This is an optimization exercise on Yosys and OpenROAD, whose aim is small area, a short achievable clock period and few clock cycles per item, not a production implementation.
RTL that was checked went through simulation tests only; none was proved equivalent to the original.
Power and IR drop assume default switching activity.

==> flow/design.v <==
module chard_lane (
    input  wire        clk,
    input  wire        rst,
    input  wire        cmd_valid,
    output wire        cmd_ready,
    input  wire        cmd_slot,       
    input  wire [63:0] cmd_seed,
    input  wire [63:0] cmd_index,      
    input  wire [15:0] cmd_epoch,      
    input  wire [9:0]  cmd_stream,     
    input  wire [15:0] cmd_op,         
    input  wire [63:0] cmd_pos,        
    input  wire [15:0] cmd_count,      
    output wire        out_valid,
    input  wire        out_ready,
    output wire [31:0] out_word,
    output wire [63:0] out_hash,       
    output wire        out_last,       
    output wire        out_wrap,       
    output wire        tbl_en,
    output wire [9:0]  tbl_addr_a,
    output wire [9:0]  tbl_addr_b,
    input  wire [31:0] tbl_data_a,
    input  wire [31:0] tbl_data_b
);
    localparam RPS = 1;                
    localparam NS  = 8 / RPS;          
    localparam J5  = 5 / RPS;          
    localparam [31:0] K6 = 32'h9E37_79B9;
    localparam [31:0] K7 = 32'h7F4A_7C15;
    wire adv = out_ready | ~out_valid;
    reg         pending;               
    reg         ready_r;               
    reg         g_busy;
    reg         g_slot;
    reg         g_first;
    reg  [63:0] g_pos;
    reg  [15:0] g_left;
    assign cmd_ready = ready_r;
    reg         g_last;                
    reg         g_wrap;                
    reg  [2:0]  g_ones;
    wire        g_c16 = g_ones[0];
    wire        g_c32 = g_ones[0] & g_ones[1];
    wire        g_c48 = g_ones[0] & g_ones[1] & g_ones[2];
    wire [63:0] g_next_pos = {g_pos[63:48] + {15'd0, g_c48 & ~g_slot},
                              g_pos[47:32] + {15'd0, g_c32},
                              g_pos[31:16] + {15'd0, g_c16},
                              g_pos[15:0] + 16'd1};
    wire [2:0]  g_next_ones = {g_c32 ? (g_pos[47:32] == 16'hFFFE) : g_ones[2],
                               g_c16 ? (g_pos[31:16] == 16'hFFFE) : g_ones[1],
                               g_pos[15:0] == 16'hFFFE};
    wire [2:0]  cmd_ones = {&cmd_pos[47:32], &cmd_pos[31:16], &cmd_pos[15:0]};
    wire take    = cmd_valid & ready_r;
    wire abort   = pending & ~cmd_valid;             
    wire vacc    = cmd_valid & ~pending & (~g_busy | (adv & g_last));
    wire        v  [0:NS+2];           
    wire        f  [0:NS+2];           
    wire        sp [0:NS+2];           
    wire        l  [0:NS+2];           
    wire        w  [0:NS+2];           
    assign v[0]  = g_busy;
    assign f[0]  = g_first;
    assign sp[0] = pending;
    assign l[0]  = g_last;
    assign w[0]  = g_wrap;
    wire keys_in = (J5 == 0) ? vacc : (adv & v[J5-1] & f[J5-1] & sp[J5-1]);
    always @(posedge clk) begin
        if (rst) begin
            pending <= 1'b0;
            ready_r <= 1'b0;
            g_busy  <= 1'b0;
        end else begin
            if (take | abort) begin
                pending <= 1'b0;
                ready_r <= 1'b0;
            end else begin
                if (vacc)
                    pending <= 1'b1;
                if (keys_in)
                    ready_r <= 1'b1;
            end
            if (abort)
                g_busy <= 1'b0;
            else if (vacc)
                g_busy <= 1'b1;
            else if (g_busy & adv & g_last)
                g_busy <= 1'b0;
        end
    end
    wire g_load = ~g_busy | g_last;
    always @(posedge clk) begin
        if (~g_busy | adv) begin
            g_slot  <= g_load ? cmd_slot : g_slot;
            g_first <= g_load;
            g_pos   <= g_load ? cmd_pos : g_next_pos;
            g_ones  <= g_load ? cmd_ones : g_next_ones;
            g_left  <= g_load ? cmd_count : g_left - 16'd1;
            g_last  <= g_load ? (cmd_count == 16'd1) : (g_left == 16'd2);
            g_wrap  <= g_load ? 1'b0 : (g_slot & g_c48);
        end
    end
    reg  [31:0] kb0, kb1, kb2, kb3;
    reg  [25:0] kb4;                   
    reg  [15:0] kb5;                   
    reg         kb5s;                  
    wire [31:0] k4 = {kb4[25:10], 6'd0, kb4[9:0]};
    wire [31:0] k5 = {6'd0, kb5s, ~kb5s, 8'h00, kb5};
    function kload;
        input integer i;
        begin
            if (i / RPS == 0) kload = ~g_busy | (adv & g_last);
            else kload = adv & v[i/RPS-1] & f[i/RPS-1] & sp[i/RPS-1];
        end
    endfunction
    always @(posedge clk) begin
        if (kload(0)) kb0 <= cmd_seed[31:0];
        if (kload(1)) kb1 <= cmd_seed[63:32];
        if (kload(2)) kb2 <= cmd_slot ? 32'd0 : cmd_index[31:0];
        if (kload(3)) kb3 <= cmd_slot ? 32'd0 : cmd_index[63:32];
        if (kload(4)) kb4 <= cmd_slot ? 26'd0 : {cmd_epoch, cmd_stream};
        if (kload(5)) begin
            kb5  <= cmd_slot ? 16'd0 : cmd_op;
            kb5s <= cmd_slot;
        end
    end
    function [31:0] key_of;
        input integer i;
        begin
            case (i)
                0: key_of = kb0;
                1: key_of = kb1;
                2: key_of = kb2;
                3: key_of = kb3;
                4: key_of = k4;
                5: key_of = k5;
                6: key_of = K6;
                default: key_of = K7;
            endcase
        end
    endfunction
    function [31:0] add32;
        input [31:0] x, y;
        reg   [31:0] p, g, pp, gg;
        integer i, d;
        begin
            p  = x ^ y;
            g  = x & y;
            pp = p;
            gg = g;
            for (d = 1; d < 32; d = d * 2)
                for (i = 2 * d - 1; i < 32; i = i + 2 * d) begin
                    gg[i] = gg[i] | (pp[i] & gg[i-d]);
                    pp[i] = pp[i] & pp[i-d];
                end
            for (d = 8; d >= 1; d = d / 2)
                for (i = 3 * d - 1; i < 32; i = i + 2 * d) begin
                    gg[i] = gg[i] | (pp[i] & gg[i-d]);
                    pp[i] = pp[i] & pp[i-d];
                end
            add32 = p ^ {gg[30:0], 1'b0};
        end
    endfunction
    function [63:0] round;
        input [31:0] a, b, k;
        reg   [31:0] s;
        begin
            s     = add32({a[7:0], a[31:8]}, b);
            round = {s ^ k, s ^ ({b[28:0], b[31:29]} ^ k)};
        end
    endfunction
    wire [31:0] sa [0:NS];             
    wire [31:0] sb [0:NS];
    assign sa[0] = g_pos[63:32];
    assign sb[0] = g_pos[31:0];
    genvar gs, gr;
    generate
        for (gs = 1; gs <= NS; gs = gs + 1) begin : st
            reg  [31:0] ra, rb;
            reg         rv, rf, rsp, rl, rw;
            wire [63:0] h [0:RPS];
            assign h[0] = {sa[gs-1], sb[gs-1]};
            for (gr = 0; gr < RPS; gr = gr + 1) begin : rn
                assign h[gr+1] = round(h[gr][63:32], h[gr][31:0],
                                       key_of((gs - 1) * RPS + gr));
            end
            always @(posedge clk) begin
                if (rst)
                    rv <= 1'b0;
                else if (adv)          
                    rv <= v[gs-1] & ~(abort & sp[gs-1]);
                else if (abort & rsp)
                    rv <= 1'b0;
                if (take)
                    rsp <= 1'b0;
                else if (adv)
                    rsp <= sp[gs-1];
            end
            always @(posedge clk)
                if (adv) begin
                    ra <= h[RPS][63:32];
                    rb <= h[RPS][31:0];
                    rf <= f[gs-1];
                    rl <= l[gs-1];
                    rw <= w[gs-1];
                end
            assign sa[gs] = ra;
            assign sb[gs] = rb;
            assign v[gs]  = rv;
            assign f[gs]  = rf;
            assign sp[gs] = rsp;
            assign l[gs]  = rl;
            assign w[gs]  = rw;
        end
    endgenerate
    reg  [31:0] t_a, t_b;
    reg  [31:0] o_word;
    reg  [63:0] o_hash;
    reg         t_v, t_l, t_w, o_v, o_l, o_w;
    reg         fresh;
    reg  [31:0] d_word;
    assign tbl_en     = v[NS];
    assign tbl_addr_a = sb[NS][9:0];
    assign tbl_addr_b = sb[NS][19:10];
    wire [63:0] tb_dbl = {tbl_data_b, tbl_data_b} << t_b[24:20];
    always @(posedge clk) begin
        if (rst) begin
            t_v <= 1'b0;
            o_v <= 1'b0;
        end else if (adv) begin
            t_v <= v[NS];
            o_v <= t_v;
        end
    end
    wire [31:0] t_word = tbl_data_a ^ tb_dbl[63:32] ^ t_a;
    always @(posedge clk) begin
        fresh <= adv;
        if (fresh)
            d_word <= t_word;
    end
    always @(posedge clk)
        if (adv) begin
            t_a    <= sa[NS];
            t_b    <= sb[NS];
            t_l    <= l[NS];
            t_w    <= w[NS];
            o_word <= fresh ? t_word : d_word;
            o_hash <= {t_a, t_b};
            o_l    <= t_l;
            o_w    <= t_w;
        end
    assign out_valid = o_v;
    assign out_word  = o_word;
    assign out_hash  = o_hash;
    assign out_last  = o_l;
    assign out_wrap  = o_w;
endmodule
export LEC_CHECK = 0
export CAP_MARGIN = 30
export CORE_MARGIN = 2
export CORE_UTILIZATION = 40
export CTS_CLUSTER_DIAMETER = 80
export CTS_CLUSTER_SIZE = 20
export SETUP_SLACK_MARGIN = 2.4
export SLEW_MARGIN = 30
export TNS_END_PERCENT = 5
create_clock -name core_clock -period 5.0 [get_ports {clk}]
standard.sh (not shown) runs the stock make flow with config.mk's settings and CLKGATE_MAP_FILE= SYNTH_SCRIPT=/design/flow/synth_recipe.tcl, a recipe that flattens the netlist after the stock synthesis.
==> flow/flow/run.sh <==
#!/bin/bash
# The standard layout (standard.sh), with two synthesis changes that touch
# only the combinational mapping (registers are mapped exactly as in the
# standard synthesis, before either step):
#  - abc maps with a delay target (flow/abc_speed.script) in place of the
#    stock speed script;
#  - no full/half-adder extraction (ADDER_MAP_FILE empty), so abc sees the
#    adders as plain logic.
# Everything else is ORFS's own scripts, unchanged.
set -euo pipefail
here=$(pwd)
rm -rf "$here/scripts"
cp -r "$FLOW_HOME/scripts" "$here/scripts"
cp "$here/flow/abc_speed.script" "$here/scripts/abc_speed.script"
export SCRIPTS_DIR="$here/scripts"
export ADDER_MAP_FILE=
export BUFFER_PORTS_ARGS="-buffer_cell sky130_fd_sc_hd__buf_1"
bash "$here/standard.sh" > "$here/standard.log" 2>&1
==> flow/flow/abc_speed.script <==
strash
dch -f
map -D 1400
buffer -c
topo
stime -c
upsize -c
dnsize -c
Rerun with:
--- a/flow/design.v
+++ b/flow/design.v
@@ -218,7 +218,5 @@
     reg  [63:0] o_hash;
     reg         t_v, t_l, t_w, o_v, o_l, o_w;
-    reg         fresh;
-    reg  [31:0] d_word;
-    assign tbl_en     = v[NS];
+    assign tbl_en     = adv & v[NS];
     assign tbl_addr_a = sb[NS][9:0];
     assign tbl_addr_b = sb[NS][19:10];
@@ -233,10 +231,4 @@
         end
     end
-    wire [31:0] t_word = tbl_data_a ^ tb_dbl[63:32] ^ t_a;
-    always @(posedge clk) begin
-        fresh <= adv;
-        if (fresh)
-            d_word <= t_word;
-    end
     always @(posedge clk)
         if (adv) begin
@@ -245,5 +237,5 @@
             t_l    <= l[NS];
             t_w    <= w[NS];
-            o_word <= fresh ? t_word : d_word;
+            o_word <= tbl_data_a ^ tb_dbl[63:32] ^ t_a;
             o_hash <= {t_a, t_b};
             o_l    <= t_l;
Effect:
- The new run finished clean
- synthesized area is lower by 2.2%
- power stays flat
- via count drops by 0.96%
- fmax rose by about 1.7%
- global-route usage is lower by 0.23 points
- count of clock-buffer cells in the layout goes down by 9
- combinational power is higher by about 2%
- worst setup slack improves by 46 ps
- sequential share of layout area drops by 0.99 points
- sequential cell count went down by 33
Testbench counts after the change, summed over its fixed seeds: cycles 24,293, items 23,934.
The RTL of the first run of this note was laid out without a check of its function.

==> port drivers added, routing unchanged <==
How much do the figures lean on ideal ports? The routed layouts below were timed once more, with nothing changed but the port constraints. Step 1, drivers: a clkbuf_16 drives clk and a buf_2 each remaining input, both assumed. Step 2 adds t to the input delays and takes it off the output delays; t is the mean of the earliest and latest rising clock arrival at the registers after step 1. Input paths then give back, and output paths get back, about the clock's delay inside the block. Three values: ideal, step 1, step 2; two values: the first two.
run	t, ns	slack for setup (ns)	hold slack, ns	pins driven straight from the clock port
the first run	0.736	2.250 / 2.250 / 1.688	0.413 / 0.413 / 0.413	1
the second run	0.738	2.296 / 2.295 / 1.750	0.410 / 0.410 / 0.410	1
After both steps every run listed still meets setup and hold. For the first run, which loses most, drivers alone change the setup slack by 0.000 ns; drivers and shift together by -0.562 ns.
